What follows belongs to an exercise in optimizing a design on an open flow for small area, a short achievable clock period and few clock cycles per item; a production flow would make more cautious choices. At most, simulation tests tie the RTL to the original design; equivalence was not proved. Function not checked in runs 1 and 3 to 6: the RTL went through the layout flow alone. No activity file was given, so power comes from the tool's default toggle rates.

==> design.v <==
module pack_enc (
    input  wire        clk,
    input  wire        rst,
    input  wire        in_valid,
    output wire        in_ready,
    input  wire [15:0] in_pix,      
    input  wire [15:0] in_up,       
    input  wire        in_first,    
    input  wire        in_last,     
    input  wire        in_noprev,   
    input  wire        in_eos,      
    output wire        out_valid,
    input  wire        out_ready,
    output wire [31:0] out_data,
    output wire        out_last
);
    localparam N  = 67;            
    localparam DQ = 4;             
    integer i;
    reg        rdy_r;
    reg        p0v;
    reg [15:0] p0_A, p0_B, p0_a, p0_b, p0_c;    
    reg        p0_be, p0_se;        
    reg [5:0]  acnt;                
    wire        take = in_valid & rdy_r;
    wire [15:0] sa   = in_first ? (in_noprev ? 16'd0 : in_up) : p0_A;
    wire [15:0] sb   = in_noprev ? sa : in_up;
    wire [15:0] sc   = in_noprev ? sa : (in_first ? in_up : p0_B);
    wire        be_in = in_last | (acnt == 6'd63);
    wire gt_ab = p0_a > p0_b;
    wire gt_ac = p0_a > p0_c;
    wire gt_ca = p0_c > p0_a;
    wire gt_bc = p0_b > p0_c;
    wire gt_cb = p0_c > p0_b;
    wire hi    = ~gt_ac & ~gt_bc;           
    wire lo    = ~gt_ca & ~gt_cb;           
    wire sel_a = hi ? ~gt_ab : (lo &  gt_ab);
    wire sel_b = hi ?  gt_ab : (lo & ~gt_ab);
    wire [15:0] r_a = p0_A - p0_a;
    wire [15:0] r_b = p0_A - p0_b;
    wire [15:0] r_g = p0_A - p0_a - p0_b + p0_c;
    wire [15:0] r   = sel_a ? r_a : (sel_b ? r_b : r_g);
    wire [15:0] e   = r[15] ? ~{r[14:0], 1'b0} : {r[14:0], 1'b0};
    reg        qv;
    reg [15:0] q_e;
    reg        q_be, q_se;
    wire        have = qv | p0v;
    wire [15:0] w_e  = qv ? q_e  : e;
    wire        w_be = qv ? q_be : p0_be;
    wire        w_se = qv ? q_se : p0_se;
    reg [16*N-1:0] ring;
    reg [6:0]      nlive;           
    reg [6:0]      hp;              
    reg [6:0]      np;              
    wire [15:0]    head = ring[16*N-1 -: 16];
    wire [15:0]    r0   = ring[15:0];
    reg [5:0]  d_len [0:DQ-1];
    reg        d_se  [0:DQ-1];
    reg [3:0]  d_k   [0:DQ-1];
    reg [1:0]  dwp, kwp, drp;
    reg [2:0]  dcnt;
    reg [5:0]  wcnt;                
    reg [5:0]  rcnt;                
    wire [5:0] h_len = d_len[drp];
    wire       h_se  = d_se[drp];
    wire [3:0] h_k   = d_k[drp];
    wire       rlast = (rcnt == h_len);
    wire e1_rdy;
    wire rd      = (nlive != 7'd0) & (hp == N - 1) & (dcnt != 3'd0) & e1_rdy;
    wire ring_ok = (nlive == 7'd0) | ((np == 7'd0) & ((nlive != N) | rd));
    wire wr      = have & ring_ok & (~w_be | (dcnt != DQ));
    wire push    = wr & w_be;
    wire pop     = rd & rlast;
    wire p0_mv = p0v & (~qv | wr);
    wire q_ld  = p0v & (qv ? wr : ~wr);
    wire qv_n  = qv ? (~wr | p0v) : (p0v & ~wr);
    wire p0v_n = take | (p0v & ~p0_mv);
    wire [6:0] nlive_rd = nlive - {6'd0, rd};
    always @(posedge clk) begin
        ring <= {ring[16*(N-1)-1:0], wr ? w_e : head};
        if (q_ld) begin
            q_e  <= e;
            q_be <= p0_be;
            q_se <= p0_se;
        end
        if (take) begin
            p0_A  <= in_pix;
            p0_B  <= in_up;
            p0_a  <= sa;
            p0_b  <= sb;
            p0_c  <= sc;
            p0_be <= be_in;
            p0_se <= in_last & in_eos;
        end
        np <= wr ? 7'd0 : ((np == N - 1) ? 7'd0 : np + 7'd1);
        if (nlive_rd == 7'd0)
            hp <= 7'd0;
        else if (!rd)
            hp <= (hp == N - 1) ? 7'd0 : hp + 7'd1;
        if (push) begin
            d_len[dwp] <= wcnt;
            d_se[dwp]  <= w_se;
        end
        if (rst) begin
            rdy_r <= 1'b1;
            p0v   <= 1'b0;
            qv    <= 1'b0;
            acnt  <= 6'd0;
            p0_A  <= 16'd0;
            p0_B  <= 16'd0;
            nlive <= 7'd0;
            wcnt  <= 6'd0;
            rcnt  <= 6'd0;
            dcnt  <= 3'd0;
            dwp   <= 2'd0;
            drp   <= 2'd0;
        end else begin
            rdy_r <= ~(p0v_n & qv_n);
            p0v   <= p0v_n;
            qv    <= qv_n;
            if (take)
                acnt <= be_in ? 6'd0 : acnt + 6'd1;
            nlive <= nlive_rd + {6'd0, wr};
            if (wr)
                wcnt <= w_be ? 6'd0 : wcnt + 6'd1;
            if (rd)
                rcnt <= rlast ? 6'd0 : rcnt + 6'd1;
            dcnt <= dcnt + {2'd0, push} - {2'd0, pop};
            if (push)
                dwp <= dwp + 2'd1;
            if (pop)
                drp <= drp + 2'd1;
        end
    end
    function [5:0] clen;
        input [15:0] v;
        input [3:0]  k;
        reg   [15:0] q;
        begin
            q = v >> k;
            clen = (q < 16'd24) ? (q[5:0] + 6'd1 + {2'b00, k}) : 6'd40;
        end
    endfunction
    reg          s_v, s_be, sclr;
    reg  [191:0] sums;
    reg          am0, am1;
    reg  [47:0]  as_;               
    reg  [7:0]   ai_;
    wire [95:0] l1s;
    wire [7:0]  l1i;
    wire [47:0] l2s;
    wire [7:0]  l2i;
    genvar g;
    generate
        for (g = 0; g < 8; g = g + 1) begin : g_l1
            wire [11:0] s0 = sums[24 * g +: 12];
            wire [11:0] s1 = sums[24 * g + 12 +: 12];
            assign l1i[g] = s1 < s0;
            assign l1s[12 * g +: 12] = l1i[g] ? s1 : s0;
        end
        for (g = 0; g < 4; g = g + 1) begin : g_l2
            wire [11:0] s0 = l1s[24 * g +: 12];
            wire [11:0] s1 = l1s[24 * g + 12 +: 12];
            wire        b  = s1 < s0;
            assign l2s[12 * g +: 12] = b ? s1 : s0;
            assign l2i[2 * g +: 2]   = b ? {1'b1, l1i[2 * g + 1]} : {1'b0, l1i[2 * g]};
        end
        for (g = 0; g < 16; g = g + 1) begin : g_sum
            always @(posedge clk)
                sums[12 * g +: 12] <= (sclr ? 12'd0 : sums[12 * g +: 12]) +
                                      (s_v ? {6'd0, clen(r0, g)} : 12'd0);
        end
    endgenerate
    wire [11:0] a0 = as_[11:0], a1 = as_[23:12], a2 = as_[35:24], a3 = as_[47:36];
    wire        b0 = a1 < a0;
    wire        b1 = a3 < a2;
    wire [11:0] bs0 = b0 ? a1 : a0;
    wire [11:0] bs1 = b1 ? a3 : a2;
    wire [3:0]  bk0 = b0 ? {2'd1, ai_[3:2]} : {2'd0, ai_[1:0]};
    wire [3:0]  bk1 = b1 ? {2'd3, ai_[7:6]} : {2'd2, ai_[5:4]};
    wire [3:0]  kbest = (bs1 < bs0) ? bk1 : bk0;
    always @(posedge clk) begin
        as_  <= l2s;
        ai_  <= l2i;
        s_be <= w_be;
        if (am1)
            d_k[kwp] <= kbest;
        if (rst) begin
            s_v  <= 1'b0;
            sclr <= 1'b1;
            am0  <= 1'b0;
            am1  <= 1'b0;
            kwp  <= 2'd0;
        end else begin
            s_v <= wr;
            if (s_v)
                sclr <= s_be;
            am0 <= s_v & s_be;
            am1 <= am0;
            if (am1)
                kwp <= kwp + 2'd1;
        end
    end
    reg        e1v, e1_esc, e1_f, e1_l;
    reg [4:0]  e1_q;
    reg [15:0] e1_m;
    reg [3:0]  e1_k;
    wire [15:0] hq   = head >> h_k;
    wire        hesc = (|hq[15:5]) | (hq[4] & hq[3]);
    reg        e2v, e2_l;
    reg [43:0] e2_item;
    reg [5:0]  e2_len;
    wire [4:0]  sh    = e1_esc ? 5'd24 : e1_q + 5'd1;
    wire [23:0] ones  = e1_esc ? 24'hFF_FFFF : ~(24'hFF_FFFF << e1_q);
    wire [39:0] code  = {16'd0, ones} | ({24'd0, e1_m} << sh);
    wire [5:0]  clen1 = e1_esc ? 6'd40 : ({1'b0, e1_q} + 6'd1 + {2'b00, e1_k});
    wire [43:0] item  = e1_f ? {code, e1_k} : {4'd0, code};
    wire [5:0]  ilen  = clen1 + (e1_f ? 6'd4 : 6'd0);
    reg [75:0] acc;
    reg [6:0]  nacc;
    reg [2:0]  lf;                  
    reg [31:0] w0, w1;
    reg        w0v, w1v, w0l, w1l;
    wire        xfer = (nacc[6] | nacc[5]) & ~(w0v & w1v);
    wire [6:0]  p    = xfer ? nacc - 7'd32 : nacc;
    wire [75:0] accx = xfer ? {32'd0, acc[75:32]} : acc;
    wire [2:0]  lfx  = xfer ? {1'b0, lf[2:1]} : lf;
    wire [7:0]  pend = {1'b0, p} + {2'b00, e2_len};
    wire        app  = e2v & ~p[6] & (pend <= 8'd76);
    wire [75:0] ins  = {32'd0, e2_item} << p[5:0];
    wire [6:0]  pend1 = pend[6:0] - 7'd1;
    wire [6:0]  rup  = {pend1[6:5] + 2'd1, 5'd0};
    assign e1_rdy = ~e1v | ~e2v | app;
    wire   e2_rdy = ~e2v | app;
    wire   e1_mv  = e1v & e2_rdy;
    wire pop_w = w0v & out_ready;
    wire w0_free = ~w0v | pop_w;
    always @(posedge clk) begin
        if (rd) begin
            e1_q   <= hq[4:0];
            e1_esc <= hesc;
            e1_m   <= hesc ? head : (head & ~(16'hFFFF << h_k));
            e1_k   <= h_k;
            e1_f   <= (rcnt == 6'd0);
            e1_l   <= rlast & h_se;
        end
        if (e1_mv) begin
            e2_item <= item;
            e2_len  <= ilen;
            e2_l    <= e1_l;
        end
        if (w0_free) begin
            if (w1v) begin
                w0  <= w1;
                w0l <= w1l;
            end else begin
                w0  <= acc[31:0];
                w0l <= lf[0];
            end
        end else if (xfer) begin
            w1  <= acc[31:0];
            w1l <= lf[0];
        end
        if (rst) begin
            e1v  <= 1'b0;
            e2v  <= 1'b0;
            acc  <= 76'd0;
            nacc <= 7'd0;
            lf   <= 3'd0;
            w0v  <= 1'b0;
            w1v  <= 1'b0;
        end else begin
            e1v <= rd | (e1v & ~e2_rdy);
            e2v <= e1_mv | (e2v & ~app);
            acc <= accx | (app ? ins : 76'd0);
            if (app & e2_l) begin
                nacc <= rup;
                lf   <= lfx | (3'd1 << pend1[6:5]);
            end else begin
                nacc <= app ? pend[6:0] : p;
                lf   <= lfx;
            end
            if (w0_free) begin
                w0v <= w1v | xfer;
                w1v <= 1'b0;
            end else if (xfer) begin
                w1v <= 1'b1;
            end
        end
    end
    assign in_ready  = rdy_r;
    assign out_valid = w0v;
    assign out_data  = w0;
    assign out_last  = w0l;
endmodule
==> run.sh <==
#!/bin/bash
# synth_recipe.tcl (not shown) runs the flow's synth.tcl, then flattens the netlist and writes it again
# the make line also repeats each setting of config.mk as NAME=value (left out here)
make -C /OpenROAD-flow-scripts/flow DESIGN_CONFIG=/design/flow/config.mk WORK_HOME=/design/flow/orfs CLKGATE_MAP_FILE= SYNTH_SCRIPT=/design/flow/synth_recipe.tcl finish
==> config.mk <==
export PLATFORM = sky130hd
export DESIGN_NAME = pack_enc
export DESIGN_NICKNAME = pack_enc
export VERILOG_FILES = /design/flow/design.v
export SDC_FILE = /design/flow/constraint.sdc
export NUM_CORES = 4
export LEC_CHECK = 0
export CAP_MARGIN = 20
export CORE_MARGIN = 2
export CORE_UTILIZATION = 40
export SLEW_MARGIN = 20
==> constraint.sdc <==
create_clock -name core_clock -period 16.0 [get_ports {clk}]
set_input_delay 3.2000 -clock core_clock [delete_from_list [all_inputs] [get_ports {clk}]]
set_output_delay 3.2000 -clock core_clock [all_outputs]
set_load 0.01 [all_outputs]
==> notes.md, run 1 <==
routed wire length about 140000 µm; Flop pwr share 45.4%; postcts setup bufs 0; met2 WL post-DR 63600 µm; number of synthesized flops with an enable pin ~260; GRT Total Usage 16.4%; PD cells between 150 and 200 nW/µm²; Slew Viols, Final 0; Area growth syn-to-layout 13.3%; Main synth FF type dfxtp_1; GPL Wtd Cong 0.881; Tmin final ~6.7 ns; sequential share of the synthesized area 56.8%; htree depth 4; clock latency on the worst-skew pair approximately 0.81 ns; Netlist cell types 107; total CTS buffers 170; Fin Clk Skew 0.0567 ns; WP data required approximately 17 ns; Net Sw Frac 30.1%; Routed Antenna Nets 0; clock network fraction of total power 31.7%; largest net degree at the start of global routing 129; die extent in x 412 µm; total power after layout 12.8 mW; Post-CTS Hold Fix Bufs 0; drt first pass iters 24; run status finished clean; core area roughly 160000 µm²; layout cells sized above 1 7.52%; period utilisation layout 41.6%; Nets around 6600; metal3 WL 5680 µm; vias per cell 4.98; number of synthesis warnings 1; fraction of registers with async set/reset 0%; leakage power 30.7 nW; Worst setup SP type flip-flop; CTS tree done; RSZ-0062 raised after global routing no; Mapped Avg Cell Area about 11 µm²; Hold WC Path Type reg2reg; Setup-failing EPs final 0; HPWL after DPL 98900 µm; IO Pins 75; CTS Sinks between 1500 and 2000; # Max-Cap Violations 0; Initial DRC Count around 2600; P_int roughly 9.0 mW; first-pass GRT wire length 225000 µm; vias in the first global route 41700; DR WL/cell between 15 and 20 µm; Filler Cell Count 15300; synthesized area around 66000 µm²; starting density of the core 40.3%; gr ovfl total 0; highest metal used met5; clock-pin slew on the worst setup and hold paths approximately 0.070 ns; # port buffers 74; DRT met1 WL 66000 µm; clk buf depth 3; initial antenna violation count 4; Die ar. 169000 µm²; Worst setup EP type flip-flop; Mapped Cells 6069; Crit Path Max Fanout 47; routed via count 42200; Comb pwr share 22.9%; CP arrival 7.30 ns; Crit Path Category reg2reg; Rel. slew slack 28.0%; Vert. Die Dim roughly 410 µm; Final Hold Viols 0; Setup TNS 0 ns; # DRC 0; Net Sw Power 3.86 mW; Resize count post-CTS 0; Tightest Pin Transition roughly 1.1 ns; Fmax 150 MHz; Net Count, Synth 6569; # rows ~150; CTS root buf clkbuf_16; #FFs+latches synth 1757; Max VDD drop 129 µV
[worst max-delay path: stages (launching register included)]
cell	delay, ns
dfxtp_1	0.37
inv_1	0.06
ha_1	0.24
a21oi_4	0.11
buf_4	0.46
xnor2_2	0.16
buf_4	0.40
inv_1	0.35
ha_1	0.43
nor3b_1	0.16
a31oi_1	0.15
o21ai_1	0.12
a311oi_4	0.32
a21boi_2	0.16
o21ai_2	0.36
o21ai_4	0.13
inv_4	0.35
o311a_4	0.43
and2_0	0.33
inv_1	0.08
ha_1	0.30
inv_1	0.06
ha_1	0.13
inv_1	0.05
fa_1	0.38
xor2_1	0.19
xnor2_1	0.15
nor2_1	0.05
[power by group through the flow]
| stage | combinational [mW] | clock, mW | sequential, mW |
|---|---|---|---|
| after global placement | 2.87 | 0 | 5.91 |
| after floorplan | 2.22 | 0 | 5.78 |
| after global routing | 3.25 | 4.38 | 5.93 |
| final | 2.94 | 4.08 | 5.83 |
| after detailed placement | 2.93 | 0 | 5.93 |
| after CTS | 2.95 | 4.20 | 5.85 |
[metrics by stage]
stage | area (µm²) | worst slack (ns) | hold WS [ns] | std cells | utilization [%]
finish | 75300 | 9.35 | 0.311 | 8478 | 45.6
global route | 75300 | 8.81 | 0.316 | 8476 | 45.6
CTS | 75300 | 9.29 | 0.310 | 8476 | 45.6
detailed placement | 69400 | 9.32 | 0.312 | 8161 | 42.1
global placement | 69400 | 9.35 | 0.310 | 8161 | 42.1
floorplan | 66400 | 10.0 | 0.310 | 6069 | -
[metal layers]
layer | vias up | global-route usage (%)
met4 | 2 | 5.01
met2 | 776 | 26.7
li1 | 21100 | -
met5 | - | 0
met3 | 249 | 2.84
met1 | 20100 | 22.1
[final timing paths]
| check | start | endpoint | slack (ns) | cells past startpoint |
|---|---|---|---|---|
| worst max-delay path | nacc[5] | dcnt[2] | 9.35 | 27 |
| worst min-delay path | ring[658] | ring[674] | 0.31 | 0 |
| worst max register to register | nacc[5] | dcnt[2] | 9.35 | 27 |
| worst min register to register | ring[658] | ring[674] | 0.31 | 0 |
[flip-flops by register name, indices dropped and copies added, names as in the netlist, 8 cells and up, named ones only]
name	flops
ring	1072
q_e	16
acc	76
p0_c	16
d_k	16
p0_b	16
w0	32
p0_A	16
ai_	8
sums	192
p0_B	16
p0_a	16
e2_item	44
d_len	24
w1	32
e1_m	16
as_	48
[cell usage after synthesis, drive strengths merged, types with 39 or more instances]
cell / instances / share of area, %
o21ai: 240 / 1.8
xor2: 67 / 0.88
a31oi: 54 / 0.52
nand4: 41 / 0.39
nor3: 82 / 0.63
nor2: 488 / 2.8
inv: 399 / 2.3
dfxtp: 1500 / 45
nand3: 89 / 0.67
nor2b: 118 / 1.1
nand2: 469 / 2.6
xnor2: 200 / 2.6
o21bai: 39 / 0.44
or3: 41 / 0.39
and3: 41 / 0.39
a21o: 99 / 1.1
edfxtp: 257 / 12
ha: 425 / 8.0
a21oi: 404 / 3.1
nand2b: 41 / 0.39
buf: 57 / 0.40
clkbuf: 149 / 0.84
mux2i: 260 / 3.9
mux2: 70 / 1.2
[cell type report]
| class | instances | area (µm²) | share of cell area (%) |
|---|---|---|---|
| well taps | 2189 | 2740 | 3.64 |
| multi-input cells | 3702 | 26400 | 35.1 |
| clock buffers | 231 | 4780 | 6.34 |
| diodes | 2 | 5.00 | 0.00665 |
| repair buffers | 109 | 1010 | 1.34 |
| inverters | 404 | 1520 | 2.02 |
| clock inverters | 84 | 1080 | 1.44 |
| flip-flops and latches | 1757 | 37800 | 50.1 |
[cell families after synthesis]
group | count (synthesis) | synth area share (%)
compound gates | 1093 | 10.2
xor+xnor | 267 | 3.52
fa+ha+maj | 460 | 9.06
buf+inv | 610 | 3.53
flops | 1757 | 56.8
mux | 367 | 6.39
simple gates | 1515 | 10.5
[cell usage in the layout (no fill, tap or decap), types with 199 or more instances in the layout]
cell | netlist | routed
nor2_1 | 486 | 483
mux2i_1 | 258 | 258
inv_1 | 393 | 392
ha_1 | 425 | 425
nand2_1 | 469 | 469
dfxtp_1 | 1500 | 1497
o21ai_0 | 222 | 222
a21oi_1 | 401 | 400
edfxtp_1 | 257 | 257
xnor2_1 | 200 | 199
==> inputs of run 2 (changes only) <==
--- a/design.v
+++ b/design.v
@@ -40,5 +40,8 @@
     wire [15:0] r_b = p0_A - p0_b;
-    wire [15:0] r_g = p0_A - p0_a - p0_b + p0_c;
+    wire [15:0] r_g = (p0_A + p0_c) - (p0_a + p0_b);
     wire [15:0] r   = sel_a ? r_a : (sel_b ? r_b : r_g);
-    wire [15:0] e   = r[15] ? ~{r[14:0], 1'b0} : {r[14:0], 1'b0};
+    reg        p1v;
+    reg [15:0] p1_r;
+    reg        p1_be, p1_se;
+    wire [15:0] e   = p1_r[15] ? ~{p1_r[14:0], 1'b0} : {p1_r[14:0], 1'b0};
     reg        qv;
@@ -46,6 +49,6 @@
     reg        q_be, q_se;
-    wire        have = qv | p0v;
+    wire        have = qv | p1v;
     wire [15:0] w_e  = qv ? q_e  : e;
-    wire        w_be = qv ? q_be : p0_be;
-    wire        w_se = qv ? q_se : p0_se;
+    wire        w_be = qv ? q_be : p1_be;
+    wire        w_se = qv ? q_se : p1_se;
     reg [16*N-1:0] ring;
@@ -67,13 +70,23 @@
     wire       rlast = (rcnt == h_len);
+    reg  z_r;                       
+    reg  f_r;                       
+    reg  a_r;                       
+    reg  rdp_r;                     
+    reg  room_r;                    
     wire e1_rdy;
-    wire rd      = (nlive != 7'd0) & (hp == N - 1) & (dcnt != 3'd0) & e1_rdy;
-    wire ring_ok = (nlive == 7'd0) | ((np == 7'd0) & ((nlive != N) | rd));
-    wire wr      = have & ring_ok & (~w_be | (dcnt != DQ));
+    wire rd      = rdp_r & e1_rdy;
+    wire ring_ok = z_r | (a_r & (~f_r | rd));
+    wire wr      = have & ring_ok & (~w_be | room_r);
     wire push    = wr & w_be;
     wire pop     = rd & rlast;
-    wire p0_mv = p0v & (~qv | wr);
-    wire q_ld  = p0v & (qv ? wr : ~wr);
-    wire qv_n  = qv ? (~wr | p0v) : (p0v & ~wr);
+    wire p1_mv = p1v & (~qv | wr);
+    wire q_ld  = p1v & (qv ? wr : ~wr);
+    wire qv_n  = qv ? (~wr | p1v) : (p1v & ~wr);
+    wire p0_mv = p0v & (~p1v | p1_mv);
+    wire p1v_n = p0_mv | (p1v & ~p1_mv);
     wire p0v_n = take | (p0v & ~p0_mv);
     wire [6:0] nlive_rd = nlive - {6'd0, rd};
+    wire [6:0] nlive_n  = nlive_rd + {6'd0, wr};
+    wire [2:0] dcnt_n   = dcnt + {2'd0, push} - {2'd0, pop};
+    wire       hp_last  = (nlive_rd != 7'd0) & (rd | (hp == N - 2));
     always @(posedge clk) begin
@@ -82,4 +95,9 @@
             q_e  <= e;
-            q_be <= p0_be;
-            q_se <= p0_se;
+            q_be <= p1_be;
+            q_se <= p1_se;
+        end
+        if (p0_mv) begin
+            p1_r  <= r;
+            p1_be <= p0_be;
+            p1_se <= p0_se;
         end
@@ -95,2 +113,3 @@
         np <= wr ? 7'd0 : ((np == N - 1) ? 7'd0 : np + 7'd1);
+        a_r <= wr | (np == N - 1);
         if (nlive_rd == 7'd0)
@@ -106,2 +125,7 @@
             p0v   <= 1'b0;
+            p1v   <= 1'b0;
+            z_r   <= 1'b1;
+            f_r   <= 1'b0;
+            rdp_r <= 1'b0;
+            room_r <= 1'b1;
             qv    <= 1'b0;
@@ -117,4 +141,9 @@
         end else begin
-            rdy_r <= ~(p0v_n & qv_n);
+            rdy_r <= ~(p0v_n & p1v_n & qv_n);
             p0v   <= p0v_n;
+            p1v   <= p1v_n;
+            z_r   <= (nlive_n == 7'd0);
+            f_r   <= (nlive_n == N);
+            rdp_r <= (nlive_n != 7'd0) & hp_last & (dcnt_n != 3'd0);
+            room_r <= (dcnt_n != DQ);
             qv    <= qv_n;
@@ -122,3 +151,3 @@
                 acnt <= be_in ? 6'd0 : acnt + 6'd1;
-            nlive <= nlive_rd + {6'd0, wr};
+            nlive <= nlive_n;
             if (wr)
@@ -127,3 +156,3 @@
                 rcnt <= rlast ? 6'd0 : rcnt + 6'd1;
-            dcnt <= dcnt + {2'd0, push} - {2'd0, pop};
+            dcnt <= dcnt_n;
             if (push)
@@ -223,4 +252,5 @@
     reg        w0v, w1v, w0l, w1l;
-    wire        xfer = (nacc[6] | nacc[5]) & ~(w0v & w1v);
-    wire [6:0]  p    = xfer ? nacc - 7'd32 : nacc;
+    reg         xfer;               
+    reg  [6:0]  p;                  
+    reg         app;                
     wire [75:0] accx = xfer ? {32'd0, acc[75:32]} : acc;
@@ -228,3 +258,2 @@
     wire [7:0]  pend = {1'b0, p} + {2'b00, e2_len};
-    wire        app  = e2v & ~p[6] & (pend <= 8'd76);
     wire [75:0] ins  = {32'd0, e2_item} << p[5:0];
@@ -237,2 +266,14 @@
     wire w0_free = ~w0v | pop_w;
+    wire [6:0] nacc_n = (app & e2_l) ? rup : (app ? pend[6:0] : p);
+    wire       w0v_n  = w0_free ? (w1v | xfer) : w0v;
+    wire       w1v_n  = w0_free ? 1'b0 : (w1v | xfer);
+    wire       e2v_n  = e1_mv | (e2v & ~app);
+    wire [5:0] len_n  = e1_mv ? ilen : e2_len;
+    wire       xfer_n = (nacc_n[6] | nacc_n[5]) & ~(w0v_n & w1v_n);
+    wire [6:0] nacc_m = nacc_n - 7'd32;
+    wire [7:0] end_x  = {1'b0, nacc_m} + {2'b00, len_n};
+    wire [7:0] end_n  = {1'b0, nacc_n} + {2'b00, len_n};
+    wire       fit_x  = ~nacc_m[6] & (end_x <= 8'd76);
+    wire       fit_n  = ~nacc_n[6] & (end_n <= 8'd76);
+    wire       app_n  = e2v_n & (xfer_n ? fit_x : fit_n);
     always @(posedge clk) begin
@@ -269,2 +310,5 @@
             lf   <= 3'd0;
+            xfer <= 1'b0;
+            p    <= 7'd0;
+            app  <= 1'b0;
             w0v  <= 1'b0;
@@ -275,9 +319,7 @@
             acc <= accx | (app ? ins : 76'd0);
-            if (app & e2_l) begin
-                nacc <= rup;
-                lf   <= lfx | (3'd1 << pend1[6:5]);
-            end else begin
-                nacc <= app ? pend[6:0] : p;
-                lf   <= lfx;
-            end
+            nacc <= nacc_n;
+            lf   <= (app & e2_l) ? (lfx | (3'd1 << pend1[6:5])) : lfx;
+            xfer <= xfer_n;
+            p    <= xfer_n ? nacc_m : nacc_n;
+            app  <= app_n;
             if (w0_free) begin
==> notes.md, run 2 <==
period utilisation layout approximately a third; clock-pin slew on the worst setup and hold paths 0.06 ns; GPL Wtd Cong just under 0.9; DR WL/cell roughly 17 µm; PD cells 135 nW/µm²; # diodes 0; Main synth FF type dfxtp_1; fin worst setup slack 10.75 ns; most common library cells after synthesis 1514 x dfxtp_1, 445 x ha_1, 439 x nor2_1; CTS root buf clkbuf_16; IO Pins 75; Hold WC Path Type reg2reg; Fmax 191 MHz; Mapped Cells between 5000 and 6000; vias in the first global route 41700; # Max-Cap Violations 0; Setup Slack @ Placement roughly 11 ns; Max VDD drop approximately 110 µV; Netlist cell types 95; M3 GR Usage 2.57%; most common cell after layout, fill and taps aside dfxtp_1; CTS tree done; # DRC 0; total CTS buffers roughly 180; Tmin final 5.25 ns; Resize count post-CTS 0; Worst setup SP type flip-flop; GRT Total Usage roughly 16%; Final Hold Viols 0; Routed Antenna Nets 0; Placed Instances between 8000 and 9000; CP arrival between 5 and 6 ns; Vert. Die Dim 415 µm; max FFs per register 1072; layout cells sized above 1 under 10%; most frequent cell after synthesis dfxtp_1; postcts setup bufs 0; htree depth 4; routed via count 41800; cells taking the most area after synthesis dfxtp_1 45%, edfxtp_1 12%, ha_1 8.2%; Initial DRC Count 2388; most used routing layer met2; core area 168000 µm²; die extent in x 415 µm; run status finished clean; Tightest Pin Transition 1.12 ns; Crit Path Max Fanout 13; leakage power 31.1 nW; RSZ-0062 raised after global routing no; Crit Path Category reg2reg; Die ar. 172000 µm²; share of the synthesized area in the top cell type 44.8%; commonest cells after routing, fill and taps aside 1510 x dfxtp_1, 445 x ha_1, 436 x nor2_1; first-pass GRT wire length 225000 µm; WP data required 16.68 ns; drt first pass iters 8; Regs by FF count ring (1072), sums (192), acc (76); Setup-failing EPs final 0; Rel. slew slack 25.6%; vias per cell 4.96; Worst setup EP type flip-flop; starting density of the core slightly above 40%; number of synthesis warnings 1; Post-CTS Hold Fix Bufs 0; #FFs+latches synth ~1800; Util after Layout 46.0%; # rows 150; Synth area leader dfxtp_1; final instance area between 70000 and 80000 µm²; Setup TNS 0 ns; Fin Clk Skew 0.0609 ns; clk buf depth 3; DP Area 70700 µm²; largest net degree at the start of global routing 147; Net Count, Synth approximately 6500; number of synthesized flops with an enable pin 269; clock latency on the worst-skew pair ~0.79 ns; synthesized area a little under 70000 µm²; sequential share of the synthesized area roughly 57%; Slew Viols, Final 0; Non-Filler Instances 8435; Nets 6619; Reg with most FFs ring; hold slack 0.290 ns; initial antenna violation count 0; total power after layout a little over 10 mW; Global Route met1 Usage 21.4%; routed wire length about 140000 µm; met2 usage around 27%; CTS Sinks 1783; HPWL after DPL between 90000 and 100000 µm; # port buffers between 70 and 80; Mapped Avg Cell Area 11.3 µm²; Area growth syn-to-layout 14.0%; fraction of registers with async set/reset 0%; gr ovfl total 0
==> run 2: power by group <==
group | switching [mW] | total, mW | internal [mW]
clock network | 1.79 | 4.40 | 2.61
logic | 0.612 | 1.05 | 0.435
registers | 0.118 | 4.95 | 4.83
==> run 2: worst paths after layout <==
path	startpoint	cells past startpoint	slack, ns	to
setup / recovery	sums[5]	17	10.75	ai_[0]
hold / removal	ring[98]	0	0.29	ring[114]
setup reg to reg	sums[5]	17	10.75	ai_[0]
hold reg to reg	ring[98]	0	0.29	ring[114]
==> run 2: layout make-up <==
cell class | instances | area, µm²
well taps | 2204 | 2760
clock inverters | 86 | 1310
flip-flops and latches | 1783 | 38400
fillers | 15300 | 90500
repair buffers | 115 | 1060
multi-input cells | 3624 | 27100
inverters | 382 | 1440
clock buffers | 241 | 5130
==> run 2: per-layer routing <==
layer | up-vias | wire length (µm)
li1 | 20900 | -
met2 | 758 | 65700
met3 | 231 | 5450
met5 | - | 0
met1 | 19900 | 64800
met4 | 0 | 3520
==> run 2: critical path, cell delays in order (launching register included) <==
cell      delay (ns)
dfxtp_1         0.33
inv_1           0.06
ha_1            0.33
a21o_1          0.19
a211oi_1        0.23
o211ai_1        0.13
a221o_1         0.32
a21oi_2         0.71
mux2i_1         0.35
ha_1            0.39
a21o_1          0.11
a21o_1          0.10
a21oi_1         0.06
o211ai_1        0.30
a31oi_1         0.08
nor2_1          0.58
o31a_1          0.60
mux2i_1         0.25
==> run 2: cells by family after synthesis <==
family	share of synthesized area [%]
flops	56.7
simple gates	9.62
compound gates	9.40
buf+inv	3.41
fa+ha+maj	9.75
mux	7.40
xor+xnor	3.70
Testbench counts of run 2, summed over its fixed seeds: cycles 77,551, items 76,898.
==> inputs of run 3 (changes only) <==
--- a/design.v
+++ b/design.v
@@ -21,3 +21,4 @@
     reg        p0v;
-    reg [15:0] p0_A, p0_B, p0_a, p0_b, p0_c;    
+    reg [15:0] p0_A, p0_B, p0_Ap, p0_Bp;
+    reg        p0_f, p0_n;          
     reg        p0_be, p0_se;        
@@ -25,19 +26,18 @@
     wire        take = in_valid & rdy_r;
-    wire [15:0] sa   = in_first ? (in_noprev ? 16'd0 : in_up) : p0_A;
-    wire [15:0] sb   = in_noprev ? sa : in_up;
-    wire [15:0] sc   = in_noprev ? sa : (in_first ? in_up : p0_B);
     wire        be_in = in_last | (acnt == 6'd63);
-    wire gt_ab = p0_a > p0_b;
-    wire gt_ac = p0_a > p0_c;
-    wire gt_ca = p0_c > p0_a;
-    wire gt_bc = p0_b > p0_c;
-    wire gt_cb = p0_c > p0_b;
-    wire hi    = ~gt_ac & ~gt_bc;           
-    wire lo    = ~gt_ca & ~gt_cb;           
-    wire sel_a = hi ? ~gt_ab : (lo &  gt_ab);
-    wire sel_b = hi ?  gt_ab : (lo & ~gt_ab);
-    wire [15:0] r_a = p0_A - p0_a;
-    wire [15:0] r_b = p0_A - p0_b;
-    wire [15:0] r_g = (p0_A + p0_c) - (p0_a + p0_b);
-    wire [15:0] r   = sel_a ? r_a : (sel_b ? r_b : r_g);
+    wire        gt_ab = p0_Ap > p0_B;
+    wire [16:0] dca   = {1'b0, p0_Bp} - {1'b0, p0_Ap};   
+    wire [16:0] dcb   = {1'b0, p0_Bp} - {1'b0, p0_B};    
+    wire        hi    = ~dca[16] & ~dcb[16];            
+    wire        lo    = (dca[16] | (dca[15:0] == 16'd0)) &
+                        (dcb[16] | (dcb[15:0] == 16'd0));   
+    wire        med_a = hi ? ~gt_ab : (lo &  gt_ab);
+    wire        med_b = hi ?  gt_ab : (lo & ~gt_ab);
+    wire        sel_0 = p0_n & p0_f;                     
+    wire        sel_a = p0_n ? ~p0_f : (~p0_f & med_a);  
+    wire        sel_b = ~p0_n & (p0_f | med_b);          
+    wire [15:0] r_a = p0_A - p0_Ap;
+    wire [15:0] r_b = p0_A - p0_B;
+    wire [15:0] r_g = r_a + dcb[15:0];                   
+    wire [15:0] r   = sel_0 ? p0_A : (sel_a ? r_a : (sel_b ? r_b : r_g));
     reg        p1v;
@@ -106,5 +106,6 @@
             p0_B  <= in_up;
-            p0_a  <= sa;
-            p0_b  <= sb;
-            p0_c  <= sc;
+            p0_Ap <= p0_A;
+            p0_Bp <= p0_B;
+            p0_f  <= in_first;
+            p0_n  <= in_noprev;
             p0_be <= be_in;
@@ -177,4 +178,2 @@
     reg  [7:0]   ai_;
-    wire [95:0] l1s;
-    wire [7:0]  l1i;
     wire [47:0] l2s;
@@ -183,19 +182,30 @@
     generate
-        for (g = 0; g < 8; g = g + 1) begin : g_l1
-            wire [11:0] s0 = sums[24 * g +: 12];
-            wire [11:0] s1 = sums[24 * g + 12 +: 12];
-            assign l1i[g] = s1 < s0;
-            assign l1s[12 * g +: 12] = l1i[g] ? s1 : s0;
-        end
         for (g = 0; g < 4; g = g + 1) begin : g_l2
-            wire [11:0] s0 = l1s[24 * g +: 12];
-            wire [11:0] s1 = l1s[24 * g + 12 +: 12];
-            wire        b  = s1 < s0;
-            assign l2s[12 * g +: 12] = b ? s1 : s0;
-            assign l2i[2 * g +: 2]   = b ? {1'b1, l1i[2 * g + 1]} : {1'b0, l1i[2 * g]};
+            wire [11:0] s0 = sums[48 * g +: 12];
+            wire [11:0] s1 = sums[48 * g + 12 +: 12];
+            wire [11:0] s2 = sums[48 * g + 24 +: 12];
+            wire [11:0] s3 = sums[48 * g + 36 +: 12];
+            wire c01 = s1 < s0;
+            wire c23 = s3 < s2;
+            wire c02 = s2 < s0;
+            wire c03 = s3 < s0;
+            wire c12 = s2 < s1;
+            wire c13 = s3 < s1;
+            wire hi  = c01 ? (c23 ? c13 : c12) : (c23 ? c03 : c02);
+            wire [1:0] w = {hi, hi ? c23 : c01};
+            assign l2i[2 * g +: 2]   = w;
+            assign l2s[12 * g +: 12] = (w == 2'd0) ? s0 : (w == 2'd1) ? s1 : (w == 2'd2) ? s2 : s3;
         end
         for (g = 0; g < 16; g = g + 1) begin : g_sum
-            always @(posedge clk)
-                sums[12 * g +: 12] <= (sclr ? 12'd0 : sums[12 * g +: 12]) +
-                                      (s_v ? {6'd0, clen(r0, g)} : 12'd0);
+            if (g < 12) begin : g_w
+                always @(posedge clk)
+                    sums[12 * g +: 12] <= (sclr ? 12'd0 : sums[12 * g +: 12]) +
+                                          (s_v ? {6'd0, clen(r0, g)} : 12'd0);
+            end else begin : g_n
+                always @(posedge clk) begin
+                    sums[12 * g +: 11] <= (sclr ? 11'd0 : sums[12 * g +: 11]) +
+                                          (s_v ? {5'd0, clen(r0, g)} : 11'd0);
+                    sums[12 * g + 11]  <= 1'b0;
+                end
+            end
         end
==> notes.md, run 3 <==
# port buffers 74; number of synthesis warnings 1; core area 171000 µm²; first-pass GRT wire length between 200000 and 250000 µm; # rows around 150; crit path launch in_valid; Area growth syn-to-layout 13.5%; Setup TNS 0 ns; share of the synthesized area in the top cell type between 40% and 50%; Placed Instances ~8400; DR WL/cell 17.2 µm; Routed Antenna Nets 0; IO Pins 75; Worst Setup EP acnt[5]; Post-CTS Hold Fix Bufs 0; Worst setup EP type flip-flop; Crit Path Max Fanout 43; drt first pass iters 6; commonest cells after routing, fill and taps aside 1505 x dfxtp_1, 555 x ha_1, 457 x nor2_1; Hold WC Path Type reg2reg; Mapped Cells just over 6000; Tmin final 5.08 ns; Net Count, Synth 6835; run status finished clean; Setup-failing EPs final 0; Slew Viols, Final 0; Tightest Pin Transition 1.16 ns; Reg with most FFs ring; Die ar. around 180000 µm²; routed wire length 150000 µm; Netlist cell types 94; htree depth 4; hold slack 0.284 ns; most common cell after layout, fill and taps aside dfxtp_1; GRT Total Usage 17.0%; vias in the first global route 43600; vias per cell 5.07; total power after layout 9.97 mW; Mapped Avg Cell Area 11.1 µm²; WP data required 16.70 ns; # Max-Cap Violations 0; period utilisation layout between 30% and 40%; routed via count 44100; max FFs per register 1072; FF-to-FF path depth 18; Fin Clk Skew 0.0617 ns; Initial DRC Count 2788; reg2reg end d_k[1][0]; RSZ-0062 raised after global routing no; Fmax 197 MHz; most frequent cell after synthesis dfxtp_1; Synth area leader dfxtp_1; fraction of registers with async set/reset 0%; CP arrival a little under 6 ns; Non-Filler Instances a little under 9000; Reg2Reg Setup Slack ~11 ns; Filler Cell Count 15800; leakage power 31.5 nW; Worst setup SP type primary input; FF-to-FF Start as_[25]; Resize count post-CTS 0; Rel. slew slack 22.2%; gr ovfl total 0; clock latency on the worst-skew pair about 0.82 ns; die extent in x 419 µm; initial antenna violation count 3; clock-pin slew on the worst setup and hold paths 0.06 ns; Final Hold Viols 0; GPL Wtd Cong around 0.91; largest net degree at the start of global routing 92; Main synth FF type dfxtp_1; most common library cells after synthesis 1509 x dfxtp_1, 555 x ha_1, 460 x nor2_1; CTS tree done; combined area of the multi-input logic cells 28800 µm²; Max VDD drop 93.5 µV; FF/Latch Area 37900 µm²; PD cells 128 nW/µm²; Crit Path Category in2reg; #FFs+latches synth between 1500 and 2000; layout cells sized above 1 approximately 7.7%; Worst Hold Launch ring[88]; Regs by FF count ring (1072), acc (76); starting density of the core 40.2%; sequential share of the synthesized area a little under three fifths; clk buf depth 3; Nets slightly below 7000; HPWL after DPL 108000 µm; Vert. Die Dim between 400 and 500 µm; final instance area 78000 µm²; CTS Sinks ~1800; # DRC 0; DP Area 71800 µm²; number of synthesized flops with an enable pin 255; postcts setup bufs 0; total CTS buffers 177; CTS root buf clkbuf_16; synthesized area 68700 µm²; cells taking the most area after synthesis dfxtp_1 44%, edfxtp_1 11%, ha_1 10%
[run 3: changes by cell type after synthesis, sizes merged, moves of 20 or more]
cell,before,now
ha,445,555
mux2i,305,227
a21oi,358,405
a21o,79,125
a22oi,11,51
o21ai,228,198
fa,51,24
a211oi,30,56
nor2,440,461
nand2,422,442
[run 3: critical path, cell delays in order]
cell and delay (ns):
clkdlybuf4s50_1 0.46, nand2_1 0.05, buf_4 0.26, inv_2 0.49, buf_4 0.53, nand4_1 0.20, or2_2 0.34, xor2_1 0.14
nor2_1 0.06
[run 3: layout make-up]
type / count / share of cell area (%)
Sequential cell: 1764 / 48.6
Timing Repair Buffer: 116 / 1.36
Clock inverter: 75 / 1.27
Multi-Input combinational cell: 3887 / 36.9
Inverter: 366 / 1.76
Tap cell: 2233 / 3.58
Clock buffer: 255 / 6.61
Antenna cell: 2 / 0.00642
[run 3: layer usage]
metal,up-vias,global-route usage [%],share of wire [%]
met5,-,0,0.0087
li1,21900,-,-
met2,895,28.4,47
met1,21000,22.6,47
met3,288,2.63,4.1
met4,2,5.45,2.7
[run 3: worst min-delay path by stage]
stage                            end  depth (start not counted)  slack, ns
after floorplan           ring[1000]                          0       0.31
after global placement     ring[121]                          0       0.31
after detailed placement   ring[179]                          0       0.31
after CTS                  ring[104]                          0       0.28
after global routing       ring[269]                          0       0.29
final                      ring[104]                          0       0.28
[run 3: power by group]
part,internal (mW),leakage [nW],total (mW),switching [mW]
Combinational,0.403,13.8,0.975,0.572
Clock,2.41,2.99,4.19,1.78
Sequential,4.70,14.7,4.80,0.0961
[run 3: cell families (layout without fill, tap and decap cells)]
group / after synthesis / count (layout) / synth area share (%)
compound gates: 1216 / 1216 / 11.5
buf+inv: 565 / 812 / 3.13
xor+xnor: 304 / 304 / 3.89
simple gates: 1443 / 1443 / 9.71
fa+ha+maj: 580 / 580 / 10.8
other cells: 1 / 3 / 0.00546
flops: 1764 / 1764 / 55.1
mux: 343 / 343 / 5.88
[run 3: through the flow]
| step | util, % | worst slack [ns] |
|---|---|---|
| 2_1_floorplan | - | 9.98 |
| 3_3_place_gp | 42.0 | 10.09 |
| 3_5_place_dp | 42.0 | 10.07 |
| 4_1_cts | 45.6 | 10.89 |
| 5_1_grt | 45.6 | 10.74 |
| 6_report | 45.6 | 10.92 |
==> inputs of run 4 (changes only) <==
--- a/config.mk
+++ b/config.mk
@@ -10,2 +10,3 @@
 export CORE_UTILIZATION = 40
+export CTS_BUF_LIST = sky130_fd_sc_hd__clkbuf_4 sky130_fd_sc_hd__clkbuf_8
 export SLEW_MARGIN = 20
==> notes.md, run 4 <==
run status finished clean; CP delay by family, top buffers and inverters; largest net degree at the start of global routing 92; Crit Path Category reg2out; gr ovfl total 0; vias per cell 5.04; most common library cells after synthesis 1509 x dfxtp_1, 555 x ha_1, 460 x nor2_1; Global Route met1 Usage 22.5%; Mapped Avg Cell Area approximately 11 µm²; met2 usage 28.3%; most frequent cell after synthesis dfxtp_1; Reg with most FFs ring; FF-to-FF Start as_[25]; number of synthesized flops with an enable pin 255; drt first pass iters 8; Fin Clk Skew 0.0847 ns; most used routing layer met2; postcts setup bufs 0; Netlist cell types 94; Synth area leader dfxtp_1; routed wire length 152000 µm; Initial DRC Count 2807; htree depth 5; Vert. Die Dim ~420 µm; Die ar. 175000 µm²; Flop pwr share 48.9%; Net Count, Synth ~7000; critical path, cell by cell clkdlybuf4s50_1; total power after layout 9.83 mW; #FFs+latches synth 1764; Post-CTS Hold Fix Bufs 0; clock latency on the worst-skew pair 0.98 ns; Mapped Cells a little over 6000; Net Sw Power 2.37 mW; # DRC 0; clk buf depth 4; sequential share of the synthesized area 55.1%; # rows ~150; starting density of the core 40.2%; Bufs and invs on worst path 1; Final Hold Viols 0; CTS Sinks 1764; total CTS buffers 299; core area between 150000 and 200000 µm²; routed via count approximately 45000; Fmax 193 MHz; Rel. slew slack 22.4%; RSZ-0062 raised after global routing no; Hold WC Path Type reg2reg; CP arrival 1.98 ns; Worst Setup EP out_valid; GRT Total Usage 17.2%; CTS root buf clkbuf_8; HPWL after DPL 108000 µm; # Max-Cap Violations 0; Setup-failing EPs final 0; PD cells about 130 nW/µm²; Reg2Reg Setup Slack 11.17 ns; Crit Path Max Fanout 2; leakage power about 32 nW; Tmin final a little over 5 ns; vias in the first global route 44400; number of synthesis warnings 1; Routed Antenna Nets 0; clock-pin slew on the worst setup and hold paths 0.06 ns; clock network fraction of total power 41.2%; CTS tree done; # port buffers 74; initial antenna violation count 3; CP max stage delay about 0.57 ns; die extent in x 419 µm; Comb pwr share 9.9%; period utilisation layout 32.4%; reg2reg end d_k[1][0]; max FFs per register between 1000 and 1500; GPL Wtd Cong 0.909; Max VDD drop 88.2 µV; Resize count post-CTS 0; Nets 7053; layout cells sized above 1 10.6%; commonest cells after routing, fill and taps aside 1505 x dfxtp_1, 555 x ha_1, 457 x nor2_1; IO Pins 75; FF-to-FF path depth 18; Filler Cell Count between 15000 and 20000; most common cell after layout, fill and taps aside dfxtp_1; WP data required between 10 and 15 ns; Worst setup EP type output pin; synthesized area between 60000 and 70000 µm²; Net Sw Frac between 20% and 30%; cells taking the most area after synthesis dfxtp_1 44%, edfxtp_1 11%, ha_1 10%; share of the synthesized area in the top cell type a little over two fifths; Worst setup SP type flip-flop; CP max stage cell clkdlybuf4s50_1; WP depth 1; Setup TNS 0 ns; first-pass GRT wire length between 200000 and 250000 µm; DR WL/cell 17.1 µm; M3 GR Usage under 10%; crit path launch w0v; P_int 7.46 mW; Main synth FF type dfxtp_1; Tightest Pin Transition 1.16 ns; fraction of registers with async set/reset 0%; Area growth syn-to-layout 13.4%; Regs by FF count ring (1072), acc (76); Slew Viols, Final 0
==> run 4: cell counts after synthesis <==
No cell type changed its count.
==> run 4: final cells by class <==
class                   instances  area (µm²)  area share [%]
clock inverters                52         435           0.559
well taps                    2233        2790            3.58
flip-flops and latches       1764       37900            48.6
inverters                     366        1370            1.76
clock buffers                 453        5650            7.25
repair buffers                116        1060            1.36
multi-input cells            3887       28800            36.9
diodes                          3        7.51         0.00963
==> run 4: per-layer routing <==
metal	routed length [µm]	part of all wire [%]	vias to the layer above
met2	70600	47	944
met1	69900	46	21200
met5	0	0	-
met3	6490	4.3	341
met4	4650	3.1	0
li1	-	-	22200
==> run 4: logic make-up after synthesis <==
kind of cell / synth area share (%)
compound gates: 11.5
xor+xnor: 3.89
fa+ha+maj: 10.8
buf+inv: 3.13
flops: 55.1
mux: 5.88
other cells: 0.00546
simple gates: 9.71
==> run 4: per-stage QoR <==
step	instances	worst slack, ns	hold slack [ns]	util (%)	area (µm²)
after global placement	8365	10.09	0.310	42.0	71800
final	8874	10.82	0.257	45.5	77900
after CTS	8870	10.65	0.243	45.5	77900
after global routing	8873	10.69	0.236	45.5	77900
after floorplan	6216	9.98	0.310	-	68700
after detailed placement	8365	10.07	0.312	42.0	71800
==> run 4: worst min-delay path by stage <==
stage	slack [ns]	from	to	cells past startpoint
final	0.26	ring[802]	ring[818]	0
after global routing	0.24	ring[802]	ring[818]	0
after CTS	0.24	ring[802]	ring[818]	0
after detailed placement	0.31	ring[163]	ring[179]	0
after global placement	0.31	ring[105]	ring[121]	0
after floorplan	0.31	ring[984]	ring[1000]	0
==> run 4: power by group through the flow <==
| stage | Clock [mW] | Combinational (mW) | Sequential (mW) |
|---|---|---|---|
| 2_1_floorplan | 0 | 0.707 | 4.86 |
| 3_3_place_gp | 0 | 0.948 | 4.90 |
| 3_5_place_dp | 0 | 0.963 | 4.90 |
| 4_1_cts | 4.20 | 0.969 | 4.81 |
| 5_1_grt | 4.38 | 1.07 | 4.82 |
| 6_report | 4.05 | 0.973 | 4.80 |
==> inputs of run 5 (changes only) <==
--- a/design.v
+++ b/design.v
@@ -23,6 +23,7 @@
     reg        p0_f, p0_n;          
-    reg        p0_be, p0_se;        
+    reg        p0_l, p0_e;          
     reg [5:0]  acnt;                
     wire        take = in_valid & rdy_r;
-    wire        be_in = in_last | (acnt == 6'd63);
+    wire        p0_be = p0_l | (acnt == 6'd63);      
+    wire        p0_se = p0_l & p0_e;                 
     wire        gt_ab = p0_Ap > p0_B;
@@ -110,4 +111,4 @@
             p0_n  <= in_noprev;
-            p0_be <= be_in;
-            p0_se <= in_last & in_eos;
+            p0_l  <= in_last;
+            p0_e  <= in_eos;
         end
@@ -150,4 +151,4 @@
             qv    <= qv_n;
-            if (take)
-                acnt <= be_in ? 6'd0 : acnt + 6'd1;
+            if (p0_mv)
+                acnt <= p0_be ? 6'd0 : acnt + 6'd1;
             nlive <= nlive_n;
@@ -213,9 +214,12 @@
     wire [11:0] a0 = as_[11:0], a1 = as_[23:12], a2 = as_[35:24], a3 = as_[47:36];
-    wire        b0 = a1 < a0;
-    wire        b1 = a3 < a2;
-    wire [11:0] bs0 = b0 ? a1 : a0;
-    wire [11:0] bs1 = b1 ? a3 : a2;
-    wire [3:0]  bk0 = b0 ? {2'd1, ai_[3:2]} : {2'd0, ai_[1:0]};
-    wire [3:0]  bk1 = b1 ? {2'd3, ai_[7:6]} : {2'd2, ai_[5:4]};
-    wire [3:0]  kbest = (bs1 < bs0) ? bk1 : bk0;
+    wire        b01 = a1 < a0;
+    wire        b23 = a3 < a2;
+    wire        b02 = a2 < a0;
+    wire        b03 = a3 < a0;
+    wire        b12 = a2 < a1;
+    wire        b13 = a3 < a1;
+    wire        bhi = b01 ? (b23 ? b13 : b12) : (b23 ? b03 : b02);
+    wire [1:0]  bw  = {bhi, bhi ? b23 : b01};
+    wire [3:0]  kbest = {bw, (bw == 2'd0) ? ai_[1:0] : (bw == 2'd1) ? ai_[3:2] :
+                             (bw == 2'd2) ? ai_[5:4] : ai_[7:6]};
     always @(posedge clk) begin
--- a/config.mk
+++ b/config.mk
@@ -10,3 +10,2 @@
 export CORE_UTILIZATION = 40
-export CTS_BUF_LIST = sky130_fd_sc_hd__clkbuf_4 sky130_fd_sc_hd__clkbuf_8
 export SLEW_MARGIN = 20
==> notes.md, run 5 <==
run status finished clean; clock latency on the worst-skew pair 0.81 ns; Fmax a little over 200 MHz; Synth area leader dfxtp_1; total CTS buffers ~170; commonest cells after routing, fill and taps aside 1505 x dfxtp_1, 586 x ha_1, 488 x nor2_1; critical path, cell by cell clkdlybuf4s50_1; Max VDD drop 110 µV; most frequent cell after synthesis dfxtp_1; CTS root buf clkbuf_16; clk buf depth 3; # port buffers 74; Reg2Reg Setup Slack about 11 ns; Net Count, Synth 6968; max FFs per register ~1100; Initial DRC Count 2734; Rel. slew slack 18.7%; #FFs+latches synth 1764; Tightest Pin Transition 1.21 ns; fraction of registers with async set/reset 0%; routed wire length about 150000 µm; total power after layout 9.89 mW; share of the synthesized area in the top cell type 43.6%; Net Sw Power 2.41 mW; Slew Viols, Final 0; CP max stage delay 0.57 ns; Main synth FF type dfxtp_1; Flop pwr share 48.4%; DP Area ~72000 µm²; CP max stage cell clkdlybuf4s50_1; hold slack 0.290 ns; Net Sw Frac 24.4%; drt first pass iters 7; Setup-failing EPs final 0; HPWL after DPL 108000 µm; GRT Total Usage between 10% and 20%; GPL Wtd Cong 0.888; Fin Clk Skew 0.0561 ns; first-pass GRT wire length 238000 µm; WP data required 12.80 ns; Crit Path Max Fanout 2; largest net degree at the start of global routing roughly 170; cells taking the most area after synthesis dfxtp_1 44%, edfxtp_1 11%, ha_1 11%; most common library cells after synthesis 1509 x dfxtp_1, 586 x ha_1, 492 x nor2_1; sequential share of the synthesized area a little over half; Tmin final 4.94 ns; gr ovfl total 0; htree depth 4; fin worst setup slack about 11 ns; Mapped Avg Cell Area 11.0 µm²; Crit Path Category reg2out; Routed Antenna Nets 0; Area growth syn-to-layout 13.4%; initial antenna violation count 2; Non-Filler Instances 8869; Post-CTS Hold Fix Bufs 0; CP arrival 1.74 ns; Final Hold Viols 0; IO Pins 75; clock network fraction of total power 41.9%; RSZ-0062 raised after global routing no; # DRC 0; Vert. Die Dim roughly 420 µm; number of synthesis warnings 1; vias in the first global route about 44000; Util after Layout between 40% and 50%; layout cells sized above 1 7.90%; die extent in x 420 µm; Worst setup EP type output pin; Worst setup SP type flip-flop; CP delay by family, top buffers and inverters; number of synthesized flops with an enable pin 255; postcts setup bufs 0; Nets just over 7000; Comb pwr share 9.7%; Reg with most FFs ring; Resize count post-CTS 0; vias per cell 5.02; P_int 7.48 mW; DR WL/cell around 17 µm; final instance area 78600 µm²; routed via count 44500; Die ar. between 150000 and 200000 µm²; leakage power 31.7 nW; synthesized area roughly 70000 µm²; starting density of the core 40.3%; CTS Sinks 1764; PD cells 126 nW/µm²; Netlist cell types 86; CTS tree done; # Max-Cap Violations 0; Setup TNS 0 ns; Mapped Cells ~6300; Placed Instances 8542; # rows 152; core area 172000 µm²; period utilisation layout 30.9%; Setup Slack @ Placement 10.64 ns; clock-pin slew on the worst setup and hold paths 0.06 ns; Hold WC Path Type reg2reg; Bufs and invs on worst path 1; Regs by FF count ring (1072), acc (76); most common cell after layout, fill and taps aside dfxtp_1
run 5: cell types whose count changed after synthesis, moves of 27 or more:
cell / before / now
inv_1: 358 / 404
nor2_1: 460 / 492
nand3_1: 67 / 172
ha_1: 555 / 586
o2111ai_1: 10 / 41
a22oi_1: 50 / 13
nand2_1: 440 / 413
a21o_1: 125 / 160
run 5: routing by layer:
layer	part of all wire, %	GRT usage [%]	wire length [µm]	up-vias
li1	-	-	-	22200
met2	47	28.3	70500	860
met5	0	0	0	-
met3	4.1	2.63	6090	270
met4	2.7	5.35	4020	0
met1	46	21.9	68100	21200
run 5: worst reg2reg max path: stages (launching register included):
cell,delay (ns)
edfxtp_1,0.36
inv_1,0.10
ha_1,0.18
inv_1,0.06
fa_1,0.39
a21o_1,0.21
a221oi_1,0.69
a211oi_1,0.19
xor2_1,0.21
o21bai_1,0.19
nor4b_1,0.31
nor4b_4,0.32
a21oi_2,0.08
a221oi_4,0.44
buf_6,0.25
mux2_2,0.36
a221oi_1,0.30
run 5: path summary, 6_finish.rpt:
| path | end | depth (start not counted) | startpoint |
|---|---|---|---|
| max | out_valid | 1 | w0v |
| min | ring[951] | 0 | ring[935] |
| max reg2reg | p1_r[9] | 16 | p0_Bp[0] |
| min reg2reg | ring[951] | 0 | ring[935] |
run 5: kinds of logic (layout without fill, tap and decap cells):
| group | after synthesis | in the layout | synth area share, % |
|---|---|---|---|
| other | 0 | 1 | 0 |
| and+or+nand+nor | 1516 | 1516 | 10.1 |
| adders and majority gates | 611 | 611 | 11.3 |
| DFF | 1764 | 1764 | 54.6 |
| xor gates and xnor gates | 305 | 305 | 3.85 |
| muxes | 331 | 331 | 5.63 |
| buffers and inverters | 615 | 855 | 3.42 |
| AOI/OAI and AO/OA | 1176 | 1176 | 11.1 |
run 5: power groups by stage:
| stage | registers (mW) | clock network (mW) | logic, mW |
|---|---|---|---|
| after floorplan | 4.84 | 0 | 0.699 |
| after global placement | 4.88 | 0 | 0.936 |
| after detailed placement | 4.88 | 0 | 0.949 |
| after CTS | 4.79 | 4.28 | 0.955 |
| after global routing | 4.80 | 4.45 | 1.06 |
| final | 4.78 | 4.15 | 0.961 |
run 5: final cells by class:
type	count	area, µm²
multi-input cells	3939	29100
flip-flops and latches	1764	37900
inverters	413	1550
fillers	15900	93300
clock inverters	84	1080
well taps	2310	2890
repair buffers	120	1100
clock buffers	238	4970
diodes	1	2.50
==> inputs of run 6 (changes only) <==
==> flow/run.sh (new file) <==
#!/bin/bash
# The standard layout, with faster port buffers and no dummy clock loads.
set -euo pipefail
export BUFFER_PORTS_ARGS="-buffer_cell sky130_fd_sc_hd__buf_4"
export CTS_ARGS="-sink_clustering_enable -repair_clock_nets -dont_use_dummy_load"
bash standard.sh > standard.log 2>&1
==> standard.sh (new file) <==
#!/bin/bash
# synth_recipe.tcl (not shown) runs the flow's synth.tcl, then flattens the netlist and writes it again
# the make line also repeats each setting of config.mk as NAME=value (left out here)
make -C /OpenROAD-flow-scripts/flow DESIGN_CONFIG=/design/flow/config.mk WORK_HOME=/design/flow/orfs CLKGATE_MAP_FILE= SYNTH_SCRIPT=/design/flow/synth_recipe.tcl "${@:-finish}"
removed: run.sh
==> notes.md, run 6 <==
gr ovfl total 0; commonest cells after routing, fill and taps aside 1505 x dfxtp_1, 586 x ha_1, 488 x nor2_1; Setup-failing EPs final 0; vias in the first global route approximately 44000; Fin Clk Skew 0.0827 ns; initial antenna violation count 3; die extent in x 420 µm; GPL Wtd Cong 0.887; Max VDD drop 102 µV; Worst setup EP type flip-flop; Main synth FF type dfxtp_1; Synth area leader dfxtp_1; HPWL after DPL approximately 110000 µm; htree depth 4; Regs by FF count ring (1072), acc (76); Filler Cell Count 16100; number of synthesis warnings 1; synthesized area just under 70000 µm²; Worst Hold Launch ring[725]; largest net degree at the start of global routing 89; # DRC 0; total CTS buffers 171; max FFs per register 1072; most common library cells after synthesis 1509 x dfxtp_1, 586 x ha_1, 492 x nor2_1; Hold Path End ring[741]; core area 172000 µm²; Post-CTS Hold Fix Bufs 0; most common cell after layout, fill and taps aside dfxtp_1; Area growth syn-to-layout 10.6%; CTS root buf clkbuf_16; Reg with most FFs ring; # rows between 150 and 200; starting density of the core 40.3%; CTS tree done; fin worst setup slack 11.19 ns; Final Hold Viols 0; Nets 7062; FF-to-FF path depth 16; Setup Slack @ Placement 10.97 ns; Crit Path Category reg2reg; fraction of registers with async set/reset 0%; leakage power 30.9 nW; combined area of the multi-input logic cells 29100 µm²; DR WL/cell 17.1 µm; Setup TNS 0 ns; Die ar. roughly 180000 µm²; most frequent cell after synthesis dfxtp_1; PD cells 119 nW/µm²; routed wire length between 100000 and 150000 µm; Worst Hold Depth 0; Crit Path Max Fanout 12; CTS Sinks 1764; Mapped Avg Cell Area 11.0 µm²; Tmin final 4.81 ns; Resize count post-CTS 0; Reg2Reg Setup Slack 11.19 ns; number of synthesized flops with an enable pin 255; clock-pin slew on the worst setup and hold paths 0.05 ns; RSZ-0062 raised after global routing no; # port buffers 74; layout cells sized above 1 7.39%; vias per cell 5.09; share of the synthesized area in the top cell type around 44%; first-pass GRT wire length 240000 µm; Routed Antenna Nets 0; FF-to-FF Start p0_Bp[0]; Worst setup SP type flip-flop; reg2reg end p1_r[9]; clk buf depth 3; Initial DRC Count 2701; drt first pass iters 6; Mapped Cells 6318; cells taking the most area after synthesis dfxtp_1 44%, edfxtp_1 11%, ha_1 11%; routed via count 44400; WP data required 16.53 ns; #FFs+latches synth 1764; crit path launch p0_Bp[0]; postcts setup bufs 0; CP arrival 5.34 ns; clock latency on the worst-skew pair approximately 0.78 ns; Tightest Pin Transition 1.23 ns; Vert. Die Dim 420 µm; Rel. slew slack between 10% and 20%; FF/Latch Area 37900 µm²; Netlist cell types 86; Net Count, Synth 6968; period utilisation layout 30.1%; Hold WC Path Type reg2reg; IO Pins 75; GRT Total Usage 16.9%; Slew Viols, Final 0; run status finished clean; Fmax 208 MHz; # Max-Cap Violations 0; sequential share of the synthesized area between 50% and 60%
## run 6: cell counts after synthesis
Identical to the previous run, type by type.
## run 6: layer usage
metal	share of wire (%)	wire [µm]	up-vias	global-route usage, %
met5	0	0	-	0
met4	2.8	4140	0	5.37
met3	4.0	5900	257	2.57
met2	47	70400	841	28.4
met1	46	68600	21200	22.2
li1	-	-	22100	-
## run 6: worst max path at each step
stage	endpoint	slack, ns	cells after the start
after floorplan	w1[0]	9.98	2
final	p1_r[9]	11.19	16
after global placement	p[6]	11.00	6
after detailed placement	w1[23]	10.97	4
after CTS	p1_r[9]	10.93	15
after global routing	p1_r[10]	10.78	16
## run 6: cells by family after synthesis
logic type / synth area share (%)
flops: 54.6
simple gates: 10.1
compound gates: 11.1
buf+inv: 3.42
fa+ha+maj: 11.3
mux: 5.63
xor+xnor: 3.85
## run 6: area by class of cell
| class | count | share of cell area (%) |
|---|---|---|
| well taps | 2310 | 3.77 |
| inverters | 413 | 2.02 |
| multi-input cells | 3939 | 38.0 |
| clock buffers | 171 | 5.58 |
| flip-flops and latches | 1764 | 49.4 |
| repair buffers | 123 | 1.21 |
| diodes | 1 | 0.00327 |
## run 6: through the flow
step | cell area [µm²] | power, mW | instances | hold slack (ns) | util [%]
floorplan | 69300 | 5.54 | 6318 | 0.310 | -
global placement | 72300 | 5.81 | 8547 | 0.310 | 42.1
detailed placement | 72300 | 5.83 | 8547 | 0.312 | 42.1
CTS | 76600 | 9.22 | 8718 | 0.252 | 44.6
global route | 76600 | 9.51 | 8720 | 0.261 | 44.6
finish | 76600 | 9.09 | 8721 | 0.263 | 44.6
## run 6: power by group
group	internal [mW]	switching, mW	total, mW	leakage, nW
registers	4.70	0.0907	4.79	14.6
logic	0.381	0.575	0.956	14.2
clock network	1.86	1.48	3.35	2.11
total	6.94	2.15	9.09	30.9
## run 6: worst max-delay path, cell delays in order, from the launching register on
cell	delay (ns)
edfxtp_1	0.37
inv_1	0.09
ha_1	0.17
inv_1	0.05
fa_1	0.39
a21o_1	0.21
a221oi_1	0.73
a211oi_1	0.18
xor2_1	0.20
o21bai_1	0.19
nor4b_1	0.29
nor4b_4	0.29
a21oi_2	0.08
a221oi_4	0.44
buf_6	0.26
mux2_2	0.35
a221oi_1	0.30

## separate check: timing with driven ports
The flow's constraints put no driver on any port. The routed layouts listed below were extracted and timed again, unchanged, in two steps.
Step 1, drivers: a clkbuf_16 drives clk and a buf_2 each remaining input, both assumed.
Step 2 also shifts input and output timing later by t, the mid clock arrival at the registers, as if the neighbouring blocks saw the same clock.
a / b / c = ideal ports / drivers / drivers and shift; a / b = the first two.
run	t, ns	setup WS [ns]	worst hold slack (ns)	worst data-port slew with drivers (ns)	pins driven straight from the clock port
run 1	0.862	9.346 / 9.346 / 9.346	0.311 / 0.311 / 0.311	0.08	1
run 2	0.847	10.752 / 10.752 / 10.586	0.290 / 0.290 / 0.290	0.08	1
run 3	0.873	10.918 / 10.921 / 10.107	0.284 / 0.284 / 0.284	0.06	1
run 4	1.034	10.819 / 10.735 / 10.085	0.257 / 0.257 / 0.257	0.06	1
run 5	0.862	11.062 / 10.987 / 10.628	0.290 / 0.290 / 0.290	0.05	1
run 6	0.814	11.187 / 11.187 / 10.950	0.263 / 0.263 / 0.263	0.06	1
After both steps setup and hold are still met in every run listed. For run 3, which loses most, drivers alone change the setup slack by +0.003 ns; drivers and shift together by -0.811 ns.
